What follows belongs to an exercise in optimizing a design on an open flow for small area, a short achievable clock period and few clock cycles per item; a production flow would make more cautious choices. In this exercise RTL edits were held to simulation tests only and were not proved equivalent to the original.

exp/indigo:
==> flow/design.v (excerpt) <==
module sha256_engine (
    input  wire         clk,
    input  wire         rst,         
    input  wire         in_valid,
    output wire         in_ready,
    input  wire         in_first,
    input  wire [31:0]  in_data,
    output wire         out_valid,
    input  wire         out_ready,
    output wire [255:0] out_digest
);
==> flow/config.mk <==
export PLATFORM = sky130hd
export DESIGN_NAME = sha256_engine
export DESIGN_NICKNAME = sha256_engine
export VERILOG_FILES = /design/flow/design.v
export SDC_FILE = /design/flow/constraint.sdc
export NUM_CORES = 4
export LEC_CHECK = 0
export CAP_MARGIN = 20
export CORE_MARGIN = 2
export CORE_UTILIZATION = 30
export PLACE_DENSITY = 0.75
export SETUP_SLACK_MARGIN = 5
export SLEW_MARGIN = 20
==> flow/constraint.sdc <==
create_clock -name core_clock -period 10.0 [get_ports {clk}]
set_input_delay 2.0000 -clock core_clock [delete_from_list [all_inputs] [get_ports {clk}]]
set_output_delay 2.0000 -clock core_clock [all_outputs]
set_load 0.01 [all_outputs]
standard.sh (not shown) runs the stock make flow with config.mk's settings and CLKGATE_MAP_FILE= SYNTH_SCRIPT=/design/flow/synth_recipe.tcl, a recipe that flattens the netlist after the stock synthesis.
==> flow/flow/run.sh <==
#!/bin/bash
# Layout flow: the standard synthesis and layout, with
#  - port buffers of sky130_fd_sc_hd__buf_1,
#  - a clock tree built from clkbuf_16 leaf clusters of up to 24 sinks and
#    no dummy balancing loads.

# Each tool's output goes to a log file in the work folder.
set -euo pipefail
export BUFFER_PORTS_ARGS="-buffer_cell sky130_fd_sc_hd__buf_1"
export CTS_ARGS="-sink_clustering_enable -repair_clock_nets -sink_clustering_size 24 -sink_clustering_max_diameter 100 -buf_list sky130_fd_sc_hd__clkbuf_16 -dont_use_dummy_load"

bash standard.sh synth > synth.log 2>&1
bash standard.sh finish > layout.log 2>&1
Testbench counts of exp/indigo, summed over its fixed seeds: cycles 55,794, blocks 858.
### exp/indigo -> exp/tundra
# exp/indigo
export LEC_CHECK = 0
export CAP_MARGIN = 20
export CORE_MARGIN = 2
export CORE_UTILIZATION = 30
export PLACE_DENSITY = 0.75
export SETUP_SLACK_MARGIN = 5
export SLEW_MARGIN = 20
create_clock -name core_clock -period 10.0 [get_ports {clk}]
# exp/tundra
export LEC_CHECK = 0
export CAP_MARGIN = 20
export CORE_MARGIN = 2
export CORE_UTILIZATION = 20
export SETUP_SLACK_MARGIN = 5
export SLEW_MARGIN = 20
create_clock -name core_clock -period 10.0 [get_ports {clk}]
Results
Worst setup slack after layout: exp/tundra < exp/indigo
Taking exp/indigo as the reference point, the starting utilization of the core area of exp/tundra falls by 10 points.
Critical path depth ended up 9 lower on exp/tundra than on exp/indigo.
Compared with exp/indigo, exp/tundra shows a register-to-register slack that is 30 ps higher.
Relative to exp/indigo, ratio of final minimum period to clock period has increased by 0.68 points in exp/tundra.
NOTE: first-pass GRT wire length in exp/tundra exceeds that of exp/indigo
Number of port buffers: exp/indigo vs exp/tundra identical
The inputs of exp/raven differ from those of exp/tundra as listed below.
# exp/tundra
export LEC_CHECK = 0
export CAP_MARGIN = 20
export CORE_MARGIN = 2
export CORE_UTILIZATION = 20
export SETUP_SLACK_MARGIN = 5
export SLEW_MARGIN = 20
create_clock -name core_clock -period 10.0 [get_ports {clk}]
# exp/raven
export LEC_CHECK = 0
export CAP_MARGIN = 20
export CORE_MARGIN = 2
export CORE_UTILIZATION = 40
export SETUP_SLACK_MARGIN = 5
export SLEW_MARGIN = 20
create_clock -name core_clock -period 10.0 [get_ports {clk}]
--- a/flow/flow/run.sh
+++ b/flow/flow/run.sh
@@ -2,3 +2,3 @@
 # Layout flow: the standard synthesis and layout, with
-#  - port buffers of sky130_fd_sc_hd__buf_1,
+#  - port buffers of sky130_fd_sc_hd__buf_2,
 #  - a clock tree built from clkbuf_16 leaf clusters of up to 24 sinks and
@@ -8,3 +8,3 @@
 set -euo pipefail
-export BUFFER_PORTS_ARGS="-buffer_cell sky130_fd_sc_hd__buf_1"
+export BUFFER_PORTS_ARGS="-buffer_cell sky130_fd_sc_hd__buf_2"
 export CTS_ARGS="-sink_clustering_enable -repair_clock_nets -sink_clustering_size 24 -sink_clustering_max_diameter 100 -buf_list sky130_fd_sc_hd__clkbuf_16 -dont_use_dummy_load"
Notes after the runs:
- Per the final summary, exp/raven finished and its layout is clean on timing, DRC and antenna.
- exp/raven against exp/tundra: worst hold slack shows an increase of 3.0 ps, post-layout instance area shows a reduction of 2300 um2, combined global-route utilization of all metal layers shows an increase of 11 points.
- Summary: with exp/tundra as the reference, routed wire length in exp/raven moved down by more than 10%.
- On buffer share of cell area: between exp/raven and exp/tundra, it ends up higher for exp/raven.
- Comparing exp/raven and exp/tundra, the lower site row count is on exp/raven.
- Diff exp/raven and exp/tundra: fmax lower in exp/tundra
The inputs of exp/violet differ from those of exp/raven as listed below.
# exp/raven
export LEC_CHECK = 0
export CAP_MARGIN = 20
export CORE_MARGIN = 2
export CORE_UTILIZATION = 40
export SETUP_SLACK_MARGIN = 5
export SLEW_MARGIN = 20
create_clock -name core_clock -period 10.0 [get_ports {clk}]
# exp/violet
export LEC_CHECK = 0
export CAP_MARGIN = 20
export CORE_MARGIN = 2
export CORE_UTILIZATION = 30
export SETUP_SLACK_MARGIN = 5
export SLEW_MARGIN = 20
create_clock -name core_clock -period 10.0 [get_ports {clk}]
==> flow/flow/run.sh <==
#!/bin/bash
# Layout flow: the standard synthesis and layout, with
#  - port buffers of sky130_fd_sc_hd__buf_1,
#  - a clock tree built from clkbuf_16 leaf clusters of up to 30 sinks and
#    no dummy balancing loads.

# Each tool's output goes to a log file in the work folder.
set -euo pipefail
export BUFFER_PORTS_ARGS="-buffer_cell sky130_fd_sc_hd__buf_1"
export CTS_ARGS="-sink_clustering_enable -repair_clock_nets -sink_clustering_size 30 -sink_clustering_max_diameter 100 -buf_list sky130_fd_sc_hd__clkbuf_16 -dont_use_dummy_load"

bash standard.sh synth > synth.log 2>&1
bash standard.sh finish > layout.log 2>&1
Findings:
exp/violet vs. exp/raven: area growth from synthesis to layout now sits higher; met1 global-route usage now sits lower; post-route DRC violation count now sits at about the same level; clock latency of the later-clocked register in the worst-skew pair now sits higher. The least setup slack across all paths after layout of exp/violet falls short of that of exp/raven by 63 ps. Per the comparison of exp/violet with exp/raven, met3 track utilization from global routing decreased by 2.1 points relative to the old numbers, minimum hold slack increased by 3.1 ps relative to the old numbers.

-- re-timing with driven ports --
How much do the figures lean on ideal ports? The routed layouts below were timed once more, with nothing changed but the port constraints.
Step 1 assumes that a clkbuf_16 drives the clock port and a buf_2 every other input.
Step 2 moves the port delays by t, midway between the first and last clock arrival at a register: inputs arrive t later, outputs are due t later. That takes back most of the time a late clock gives input paths.
Three values: ideal, step 1, step 2; two values: the first two.
| run | shift t [ns] | setup WS [ns] | slew at the worst register clock pin (ns) | cell pins on the clock port's net |
|---|---|---|---|---|
| exp/indigo | 0.742 | 5.057 / 5.057 / 4.574 | 0.11 / 0.11 | 1 |
| exp/tundra | 0.793 | 4.989 / 5.043 / 4.249 | 0.11 / 0.11 | 1 |
| exp/raven | 0.741 | 5.033 / 5.033 / 4.536 | 0.11 / 0.11 | 1 |
| exp/violet | 0.771 | 4.970 / 4.970 / 4.433 | 0.12 / 0.12 | 1 |
After both steps every run listed still meets setup and hold. The setup slack of exp/tundra, which loses most, moves by +0.054 ns with the drivers and by -0.740 ns with both steps.
